Context: an optimization exercise on an open-source flow, tuned for small area, a short achievable clock period and few clock cycles per item. The choices shown serve that exercise and are no tape-out recipe. In this exercise RTL edits were held to simulation tests only and were not proved equivalent to the original.

## JK
## sha256_fp
module sha256_fp (
    input  wire         clk,
    input  wire         rst,         
    input  wire         in_valid,
    input  wire [63:0]  in_data,
    output wire         in_ready,
    output reg          fp_valid,
    output wire [255:0] fp
);
    reg [511:0] w;           
    reg [31:0]  a, b, c, d, e, f, g;
    reg [31:0]  hk;          
    reg [31:0]  ha0, ha1, ha2, ha3;      
    reg [31:0]  he0, he1, he2, he3;      
    reg [63:0]  hb;          
    reg         hbv;
    reg [5:0]   rnd;         
    reg         run;         
    reg         rpad;        
    reg [3:0]   nb;          
    reg [6:0]   lc;          
    reg         f62, f63;    
    reg         f63i;        
    reg         upd;         
    localparam FASTA = 0;    
    localparam [31:0] I0 = 32'h6a09e667, I1 = 32'hbb67ae85, I2 = 32'h3c6ef372, I3 = 32'ha54ff53a,
                      I4 = 32'h510e527f, I5 = 32'h9b05688c, I6 = 32'h1f83d9ab, I7 = 32'h5be0cd19;
    reg [31:0] kn, kt;
    always @(*) begin
        case (rnd)
            6'd0: kn = 32'hb5c0fbcf; 6'd1: kn = 32'he9b5dba5; 6'd2: kn = 32'h3956c25b; 6'd3: kn = 32'h59f111f1;
  ...
For scale: roughly 5100 cells after synthesis, ~1100 flip-flops, roughly 330 I/O pins, ~53000 um^2 of cells after synthesis.
clock: 12.0 ns
lec_check: 0
cap_margin: 20
core_margin: 2
core_utilization: 60
cts_cluster_diameter: 100
cts_cluster_size: 20
place_density: 0.7
slew_margin: 20
standard.sh (not shown) runs the stock make flow with config.mk's settings and CLKGATE_MAP_FILE= SYNTH_SCRIPT=/design/flow/synth_recipe.tcl, a recipe that flattens the netlist after the stock synthesis.
==> flow/flow/run.sh <==
#!/bin/bash
# Layout flow: the standard ORFS flow (standard.sh) unchanged, except
#  - every port still gets its own buffer, but a buf_1 instead of the
#    default delay buffer.
set -euo pipefail
bash standard.sh SETUP_SLACK_MARGIN=7.5 "BUFFER_PORTS_ARGS=-buffer_cell sky130_fd_sc_hd__buf_1" finish > standard.log 2>&1
Testbench counts of JK, summed over its fixed seeds: cycles 133,752, blocks 32.
[inputs] MS vs JK
--- a/flow/design.v
+++ b/flow/design.v
@@ -104,25 +104,25 @@
     function [255:0] digest_bytes;
         input [255:0] hv;        
         integer k;
         begin
             for (k = 0; k < 32; k = k + 1)
                 digest_bytes[8*k +: 8] = hv[255-8*k -: 8];
         end
     endfunction
     assign fp = digest_bytes({ha0, ha3, ha2, ha1, he0, he3, he2, he1});
     always @(posedge clk) begin
         w[447:0]   <= w[479:32];
         w[479:448] <= ins ? bw0 : w15;
-        w[511:480] <= ins ? bw1 : (free ? w0 : w16);
+        w[511:480] <= !free ? w16 : ins ? bw1 : w0;      
         hk <= hk_n;
         a <= f63i ? ha1 : a_n;
         b <= f63 ? ffa : a;
         c <= f63 ? ha3 : b;
         d <= f63 ? ha2 : f62 ? df : c;
         e <= f63i ? he1 : e_n;
         f <= f63 ? ffe : e;
         g <= f63 ? he3 : f;
         if (accept)
             hb <= {in_data[7:0],   in_data[15:8],  in_data[23:16], in_data[31:24],
                    in_data[39:32], in_data[47:40], in_data[55:48], in_data[63:56]};
         if (ld63) begin
## What came out
Maximum number of pins on one net before global-route repair (higher): JK. Per the comparison of MS with JK, final instance count without filler cells flat; time the worst path needs with I/O delays and setup moved down. The standard cells in MS occupy less silicon area than those in JK do. ~same fraction of final layout cells with drive strength greater than 1 in MS and JK. JK → MS: global-route usage picked up an extra 0.23 points, gate count of the mapped netlist comparable.
Testbench counts of MS, summed over its fixed seeds: cycles 133,752, blocks 32.


The RTL this note starts from:
==> flow/design.v <==
module sha256_fp (
    input  wire         clk,
    input  wire         rst,         
    input  wire         in_valid,
    input  wire [63:0]  in_data,
    output wire         in_ready,
    output reg          fp_valid,
    output wire [255:0] fp
);
    reg [511:0] w;           
    reg [31:0]  a, b, c, d, e, f, g;
    reg [31:0]  hk;          
    reg [31:0]  ha0, ha1, ha2, ha3;      
    reg [31:0]  he0, he1, he2, he3;      
    reg [63:0]  hb;          
    reg         hbv;
    reg [5:0]   rnd;         
    reg         run;         
    reg         rpad;        
    reg [3:0]   nb;          
    reg [6:0]   lc;          
    reg         f62, f63;    
    reg         f63i;        
    reg         upd;         
    localparam FASTA = 0;    
    localparam [31:0] I0 = 32'h6a09e667, I1 = 32'hbb67ae85, I2 = 32'h3c6ef372, I3 = 32'ha54ff53a,
                      I4 = 32'h510e527f, I5 = 32'h9b05688c, I6 = 32'h1f83d9ab, I7 = 32'h5be0cd19;
    reg [31:0] kt;
    always @(*) begin
        case (rnd)
            6'd0: kt = 32'h71374491; 6'd1: kt = 32'hb5c0fbcf; 6'd2: kt = 32'he9b5dba5; 6'd3: kt = 32'h3956c25b;
            6'd4: kt = 32'h59f111f1; 6'd5: kt = 32'h923f82a4; 6'd6: kt = 32'hab1c5ed5; 6'd7: kt = 32'hd807aa98;
            6'd8: kt = 32'h12835b01; 6'd9: kt = 32'h243185be; 6'd10: kt = 32'h550c7dc3; 6'd11: kt = 32'h72be5d74;
            6'd12: kt = 32'h80deb1fe; 6'd13: kt = 32'h9bdc06a7; 6'd14: kt = 32'hc19bf174; 6'd15: kt = 32'he49b69c1;
            6'd16: kt = 32'hefbe4786; 6'd17: kt = 32'h0fc19dc6; 6'd18: kt = 32'h240ca1cc; 6'd19: kt = 32'h2de92c6f;
            6'd20: kt = 32'h4a7484aa; 6'd21: kt = 32'h5cb0a9dc; 6'd22: kt = 32'h76f988da; 6'd23: kt = 32'h983e5152;
            6'd24: kt = 32'ha831c66d; 6'd25: kt = 32'hb00327c8; 6'd26: kt = 32'hbf597fc7; 6'd27: kt = 32'hc6e00bf3;
            6'd28: kt = 32'hd5a79147; 6'd29: kt = 32'h06ca6351; 6'd30: kt = 32'h14292967; 6'd31: kt = 32'h27b70a85;
            6'd32: kt = 32'h2e1b2138; 6'd33: kt = 32'h4d2c6dfc; 6'd34: kt = 32'h53380d13; 6'd35: kt = 32'h650a7354;
            6'd36: kt = 32'h766a0abb; 6'd37: kt = 32'h81c2c92e; 6'd38: kt = 32'h92722c85; 6'd39: kt = 32'ha2bfe8a1;
            6'd40: kt = 32'ha81a664b; 6'd41: kt = 32'hc24b8b70; 6'd42: kt = 32'hc76c51a3; 6'd43: kt = 32'hd192e819;
            6'd44: kt = 32'hd6990624; 6'd45: kt = 32'hf40e3585; 6'd46: kt = 32'h106aa070; 6'd47: kt = 32'h19a4c116;
            6'd48: kt = 32'h1e376c08; 6'd49: kt = 32'h2748774c; 6'd50: kt = 32'h34b0bcb5; 6'd51: kt = 32'h391c0cb3;
            6'd52: kt = 32'h4ed8aa4a; 6'd53: kt = 32'h5b9cca4f; 6'd54: kt = 32'h682e6ff3; 6'd55: kt = 32'h748f82ee;
            6'd56: kt = 32'h78a5636f; 6'd57: kt = 32'h84c87814; 6'd58: kt = 32'h8cc70208; 6'd59: kt = 32'h90befffa;
            6'd60: kt = 32'ha4506ceb; 6'd61: kt = 32'hbef9a3f7; 6'd62: kt = 32'hc67178f2; default: kt = 32'h428a2f98;
        endcase
    end
    wire [3:0] ph   = rnd[3:0];
    wire       free = rnd[5:4] == 2'b11;             
    wire       padl = lc[6];                         
    wire       slot = free && ph[0] && !nb[3] && (ph[3:1] == nb[2:0]);
    wire       ins  = slot && (padl || hbv);
    wire       drain = slot && !padl && hbv;
    wire       start = f63 && (nb[3] || (nb[2:0] == 3'd7 && ins)) && !(run && rpad);
    assign in_ready = !hbv;
    wire accept = in_valid && !hbv;
    wire ld63   = f63 && run && !rst;                
    wire [31:0] bw0 = padl ? {nb[2:0] == 3'd0, 31'd0} : hb[63:32];
    wire [31:0] bw1 = padl ? {16'd0, nb[2:0] == 3'd7, 15'd0} : hb[31:0];
    function [31:0] rotr;
        input [31:0] x;
        input integer n;
        rotr = (x >> n) | (x << (32 - n));
    endfunction
    wire [31:0] s1  = rotr(e, 6) ^ rotr(e, 11) ^ rotr(e, 25);
    wire [31:0] ch  = (e & f) ^ (~e & g);
    wire [31:0] s0  = rotr(a, 2) ^ rotr(a, 13) ^ rotr(a, 22);
    wire [31:0] maj = (a & b) ^ (a & c) ^ (b & c);
    wire [31:0] t_s, t_c, x1_s, x1_c, x2_s, x2_c, y1_s, y1_c;
    csa u_t  (hk,   ch,   s1,   t_s,  t_c);
    csa u_x1 (t_s,  t_c,  s0,   x1_s, x1_c);
    csa u_x2 (x1_s, x1_c, maj,  x2_s, x2_c);
    csa u_y1 (t_s,  t_c,  d,    y1_s, y1_c);
    wire [31:0] a_n, e_n;
    add32 #(.FAST(FASTA)) u_an (x2_s, x2_c, 1'b0, a_n);
    add32 #(.FAST(FASTA)) u_en (y1_s, y1_c, 1'b0, e_n);
    wire [31:0] df_s, df_c, df;
    csa u_df (c, he2, ~ha2, df_s, df_c);
    add32 u_dfa (df_s, df_c, 1'b1, df);
    wire [31:0] w0  = w[31:0];
    wire [31:0] w1  = w[63:32];
    wire [31:0] w9  = w[319:288];
    wire [31:0] w14 = w[479:448];
    wire [31:0] w15 = w[511:480];
    wire [31:0] sg0 = rotr(w1, 7) ^ rotr(w1, 18) ^ (w1 >> 3);
    wire [31:0] sg1 = rotr(w14, 17) ^ rotr(w14, 19) ^ (w14 >> 10);
    wire [31:0] ws_s, ws_c, wt_s, wt_c, w16;
    csa u_w1 (w0,   w9,   sg0,  ws_s, ws_c);
    csa u_w2 (ws_s, ws_c, sg1,  wt_s, wt_c);
    add32 u_w16 (wt_s, wt_c, 1'b0, w16);
    wire [31:0] k_s, k_c, k2_s, k2_c, hk_n;
    csa u_k  (kt,  w1,  f63 ? he2 : g,      k_s,  k_c);
    csa u_k2 (k_s, k_c, f62 ? ha2 : 32'd0,  k2_s, k2_c);
    add32 u_hk (k2_s, k2_c, 1'b0, hk_n);
    wire [31:0] ffa, ffe;
    add32 u_ffa (ha0, upd ? a : 32'd0, 1'b0, ffa);
    add32 u_ffe (he0, upd ? e : 32'd0, 1'b0, ffe);
    function [255:0] digest_bytes;
        input [255:0] hv;        
        integer k;
        begin
            for (k = 0; k < 32; k = k + 1)
                digest_bytes[8*k +: 8] = hv[255-8*k -: 8];
        end
    endfunction
    assign fp = digest_bytes({ha0, ha3, ha2, ha1, he0, he3, he2, he1});
    always @(posedge clk) begin
        w[447:0]   <= w[479:32];
        w[479:448] <= ins ? bw0 : w15;
        w[511:480] <= ins ? bw1 : (free ? w0 : w16);
        hk <= hk_n;
        a <= f63i ? ha1 : a_n;
        b <= f63 ? ffa : a;
        c <= f63 ? ha3 : b;
        d <= f63 ? ha2 : f62 ? df : c;
        e <= f63i ? he1 : e_n;
        f <= f63 ? ffe : e;
        g <= f63 ? he3 : f;
        if (accept)
            hb <= {in_data[7:0],   in_data[15:8],  in_data[23:16], in_data[31:24],
                   in_data[39:32], in_data[47:40], in_data[55:48], in_data[63:56]};
        if (ld63) begin
            ha0 <= a_n;
            he0 <= e_n;
        end else if (rst) begin
            ha0 <= I0;
            he0 <= I4;
        end else if (fp_valid) begin
            ha0 <= I3;
            he0 <= I7;
        end else begin
            ha0 <= ha1;
            he0 <= he1;
        end
        if (rst) begin
            {ha1, ha2, ha3} <= {I3, I2, I1};
            {he1, he2, he3} <= {I7, I6, I5};
        end else if (fp_valid) begin
            {ha1, ha2, ha3} <= {I2, I1, I0};
            {he1, he2, he3} <= {I6, I5, I4};
        end else begin
            ha1 <= ha2;
            ha2 <= ha3;
            ha3 <= ffa;
            he1 <= he2;
            he2 <= he3;
            he3 <= ffe;
        end
    end
    always @(posedge clk) begin
        if (rst) begin
            hbv      <= 1'b0;
            rnd      <= 6'd48;
            run      <= 1'b0;
            rpad     <= 1'b0;
            nb       <= 4'd0;
            lc       <= 7'd0;
            f62      <= 1'b0;
            f63      <= 1'b0;
            f63i     <= 1'b0;
            upd      <= 1'b0;
            fp_valid <= 1'b0;
        end else begin
            if (accept)
                hbv <= 1'b1;
            else if (drain)
                hbv <= 1'b0;
            fp_valid <= f63 && run && rpad;
            if (f63) begin
                rnd <= start ? 6'd0 : 6'd48;
                run <= start;
            end else begin
                rnd <= rnd + 6'd1;
            end
            f62  <= rnd == 6'd61;
            f63  <= rnd == 6'd62;
            f63i <= rnd == 6'd62 && !run;
            upd  <= run && (rnd == 6'd60 || rnd == 6'd61 || rnd == 6'd62);
            if (start) begin
                nb   <= 4'd0;
                rpad <= padl;
                lc   <= padl ? 7'd0 : lc + 7'd1;
            end else if (ins) begin
                nb <= nb + 4'd1;
            end
        end
    end
endmodule
module csa (
    input  wire [31:0] x,
    input  wire [31:0] y,
    input  wire [31:0] z,
    output wire [31:0] s,
    output wire [31:0] c
);
    assign s = x ^ y ^ z;
    wire [31:0] m = (x & y) | (x & z) | (y & z);
    assign c = {m[30:0], 1'b0};
endmodule
module add32 #(parameter FAST = 0) (
    input  wire [31:0] x,
    input  wire [31:0] y,
    input  wire        ci,
    output wire [31:0] s
);
    generate if (FAST == 1) begin : g_tool
        assign s = x + y + {31'd0, ci};
    end else if (FAST == 2) begin : g_ks
        wire [31:0] p0 = x ^ y;
        reg  [31:0] G, P, Gn, Pn;
        integer l, i;
        always @(*) begin
            G = (x & y) | {31'd0, p0[0] & ci};
            P = p0;
            for (l = 0; l < 5; l = l + 1) begin
                Gn = G; Pn = P;
                for (i = 31; i >= (1 << l); i = i - 1) begin
                    Gn[i] = G[i] | (P[i] & G[i - (1 << l)]);
                    Pn[i] = P[i] & P[i - (1 << l)];
                end
                G = Gn; P = Pn;
            end
        end
        assign s = p0 ^ {G[30:0], ci};
    end else begin : g_skl
        wire [31:0] p0 = x ^ y;
        reg  [31:0] G, P;
        integer l, i;
        always @(*) begin
            G = (x & y) | {31'd0, p0[0] & ci};
            P = p0;
            for (l = 0; l < 5; l = l + 1)
                for (i = 31; i >= 0; i = i - 1)
                    if (i & (1 << l)) begin
                        G[i] = G[i] | (P[i] & G[((i >> l) << l) - 1]);
                        P[i] = P[i] & P[((i >> l) << l) - 1];
                    end
        end
        assign s = p0 ^ {G[30:0], ci};
    end endgenerate
endmodule
clock: 12.0 ns
lec_check: 0
cap_margin: 20
core_margin: 2
core_utilization: 60
place_density: 0.7
slew_margin: 20
Scripts as last shown in full above: flow/flow/run.sh
Testbench counts at the start, summed over its fixed seeds: cycles 133,760, blocks 32.
Change:
--- a/flow/design.v
+++ b/flow/design.v
@@ -8,10 +8,10 @@
     output wire [255:0] fp
 );
     reg [511:0] w;           
-    reg [31:0]  a, b, c, d, e, f, g;
-    reg [31:0]  hk;          
+    reg [31:0]  a, b, c, d, e, f, g, h;
     reg [31:0]  ha0, ha1, ha2, ha3;      
     reg [31:0]  he0, he1, he2, he3;      
+    reg [31:0]  kw;          
     reg [63:0]  hb;          
     reg         hbv;
     reg [5:0]   rnd;         
@@ -22,7 +22,7 @@
     reg         f62, f63;    
     reg         f63i;        
     reg         upd;         
-    localparam FASTA = 0;    
+    localparam FASTA = 1;    
     localparam [31:0] I0 = 32'h6a09e667, I1 = 32'hbb67ae85, I2 = 32'h3c6ef372, I3 = 32'ha54ff53a,
                       I4 = 32'h510e527f, I5 = 32'h9b05688c, I6 = 32'h1f83d9ab, I7 = 32'h5be0cd19;
     reg [31:0] kt;
@@ -67,14 +67,16 @@
     wire [31:0] ch  = (e & f) ^ (~e & g);
     wire [31:0] s0  = rotr(a, 2) ^ rotr(a, 13) ^ rotr(a, 22);
     wire [31:0] maj = (a & b) ^ (a & c) ^ (b & c);
-    wire [31:0] t_s, t_c, x1_s, x1_c, x2_s, x2_c, y1_s, y1_c;
-    csa u_t  (hk,   ch,   s1,   t_s,  t_c);
-    csa u_x1 (t_s,  t_c,  s0,   x1_s, x1_c);
-    csa u_x2 (x1_s, x1_c, maj,  x2_s, x2_c);
-    csa u_y1 (t_s,  t_c,  d,    y1_s, y1_c);
+    wire [31:0] b_s, b_c, x1_s, x1_c, x2_s, x2_c, x3_s, x3_c, y1_s, y1_c, y2_s, y2_c;
+    csa u_b  (h,    kw,   ch,   b_s,  b_c);
+    csa u_x1 (s1,   s0,   maj,  x1_s, x1_c);
+    csa u_x2 (x1_s, x1_c, b_s,  x2_s, x2_c);
+    csa u_x3 (x2_s, x2_c, b_c,  x3_s, x3_c);
+    csa u_y1 (b_s,  b_c,  d,    y1_s, y1_c);
+    csa u_y2 (y1_s, y1_c, s1,   y2_s, y2_c);
     wire [31:0] a_n, e_n;
-    add32 #(.FAST(FASTA)) u_an (x2_s, x2_c, 1'b0, a_n);
-    add32 #(.FAST(FASTA)) u_en (y1_s, y1_c, 1'b0, e_n);
+    add32 #(.FAST(FASTA)) u_an (x3_s, x3_c, 1'b0, a_n);
+    add32 #(.FAST(FASTA)) u_en (y2_s, y2_c, 1'b0, e_n);
     wire [31:0] df_s, df_c, df;
     csa u_df (c, he2, ~ha2, df_s, df_c);
     add32 u_dfa (df_s, df_c, 1'b1, df);
@@ -89,10 +91,9 @@
     csa u_w1 (w0,   w9,   sg0,  ws_s, ws_c);
     csa u_w2 (ws_s, ws_c, sg1,  wt_s, wt_c);
     add32 u_w16 (wt_s, wt_c, 1'b0, w16);
-    wire [31:0] k_s, k_c, k2_s, k2_c, hk_n;
-    csa u_k  (kt,  w1,  f63 ? he2 : g,      k_s,  k_c);
-    csa u_k2 (k_s, k_c, f62 ? ha2 : 32'd0,  k2_s, k2_c);
-    add32 u_hk (k2_s, k2_c, 1'b0, hk_n);
+    wire [31:0] k_s, k_c, kw_n;
+    csa u_k (kt, w1, f62 ? ha2 : 32'd0, k_s, k_c);
+    add32 u_kw (k_s, k_c, 1'b0, kw_n);
     wire [31:0] ffa, ffe;
     add32 u_ffa (ha0, upd ? a : 32'd0, 1'b0, ffa);
     add32 u_ffe (he0, upd ? e : 32'd0, 1'b0, ffe);
@@ -109,7 +110,7 @@
         w[447:0]   <= w[479:32];
         w[479:448] <= ins ? bw0 : w15;
         w[511:480] <= ins ? bw1 : (free ? w0 : w16);
-        hk <= hk_n;
+        kw <= kw_n;
         a <= f63i ? ha1 : a_n;
         b <= f63 ? ffa : a;
         c <= f63 ? ha3 : b;
@@ -117,6 +118,7 @@
         e <= f63i ? he1 : e_n;
         f <= f63 ? ffe : e;
         g <= f63 ? he3 : f;
+        h <= f63 ? he2 : g;
         if (accept)
             hb <= {in_data[7:0],   in_data[15:8],  in_data[23:16], in_data[31:24],
                    in_data[39:32], in_data[47:40], in_data[55:48], in_data[63:56]};
@@ -204,25 +206,8 @@
     input  wire        ci,
     output wire [31:0] s
 );
-    generate if (FAST == 1) begin : g_tool
+    generate if (FAST) begin : g_tool
         assign s = x + y + {31'd0, ci};
-    end else if (FAST == 2) begin : g_ks
-        wire [31:0] p0 = x ^ y;
-        reg  [31:0] G, P, Gn, Pn;
-        integer l, i;
-        always @(*) begin
-            G = (x & y) | {31'd0, p0[0] & ci};
-            P = p0;
-            for (l = 0; l < 5; l = l + 1) begin
-                Gn = G; Pn = P;
-                for (i = 31; i >= (1 << l); i = i - 1) begin
-                    Gn[i] = G[i] | (P[i] & G[i - (1 << l)]);
-                    Pn[i] = P[i] & P[i - (1 << l)];
-                end
-                G = Gn; P = Pn;
-            end
-        end
-        assign s = p0 ^ {G[30:0], ci};
     end else begin : g_skl
         wire [31:0] p0 = x ^ y;
         reg  [31:0] G, P;
=>
- The new run passed the timing, DRC and antenna checks
- sequential share of layout area came out lower by 0.62 points
- final cell count came out higher by a few percent
- routed wire length came out higher by a few percent
- hold slack is about the same
- worst setup slack gets worse by 0.17 ns
- fmax came out lower by a few percent
- final area came out higher by a few percent
- first-iteration DRC count came out higher by about a fifth
- count of clock-buffer cells in the layout came out higher by 3
Testbench counts after the change, summed over its fixed seeds: cycles 133,760, blocks 32.

==> afterwards: timing with drivers on the ports <==
The flow's constraints put no driver on any port. The routed layouts listed below were extracted and timed again, unchanged, in two steps. Step 1 (the two cells are an assumption about what drives the block):
set clk [get_ports {clk}]
set_driving_cell -lib_cell sky130_fd_sc_hd__clkbuf_16 $clk
set_driving_cell -lib_cell sky130_fd_sc_hd__buf_2 [delete_from_list [all_inputs] $clk]
Step 2 times the ports against the registers' clock, not the clock port: input delays grow and output delays shrink by t, the midpoint of the rising clock arrivals with the driver on. a / b / c = no drivers / after step 1 / after step 2; a / b = the first two.
| run | t (ns) | setup WS [ns] | worst hold slack (ns) | worst slew at a driven data input, ns |
|---|---|---|---|---|
| JK | 0.738 | 7.555 / 7.555 / 7.056 | 0.316 / 0.316 / 0.316 | 0.05 |
| MS | 0.726 | 7.581 / 7.581 / 7.293 | 0.318 / 0.318 / 0.318 | 0.08 |
| the first run of note 2 | 0.785 | 7.090 / 7.090 / 6.781 | 0.312 / 0.312 / 0.312 | 0.06 |
| the second run of note 2 | 0.790 | 6.917 / 6.917 / 6.828 | 0.312 / 0.312 / 0.312 | 0.06 |
After both steps every run listed still meets setup and hold. The setup slack of JK, which loses most, moves by 0.000 ns with the drivers and by -0.499 ns with both steps.
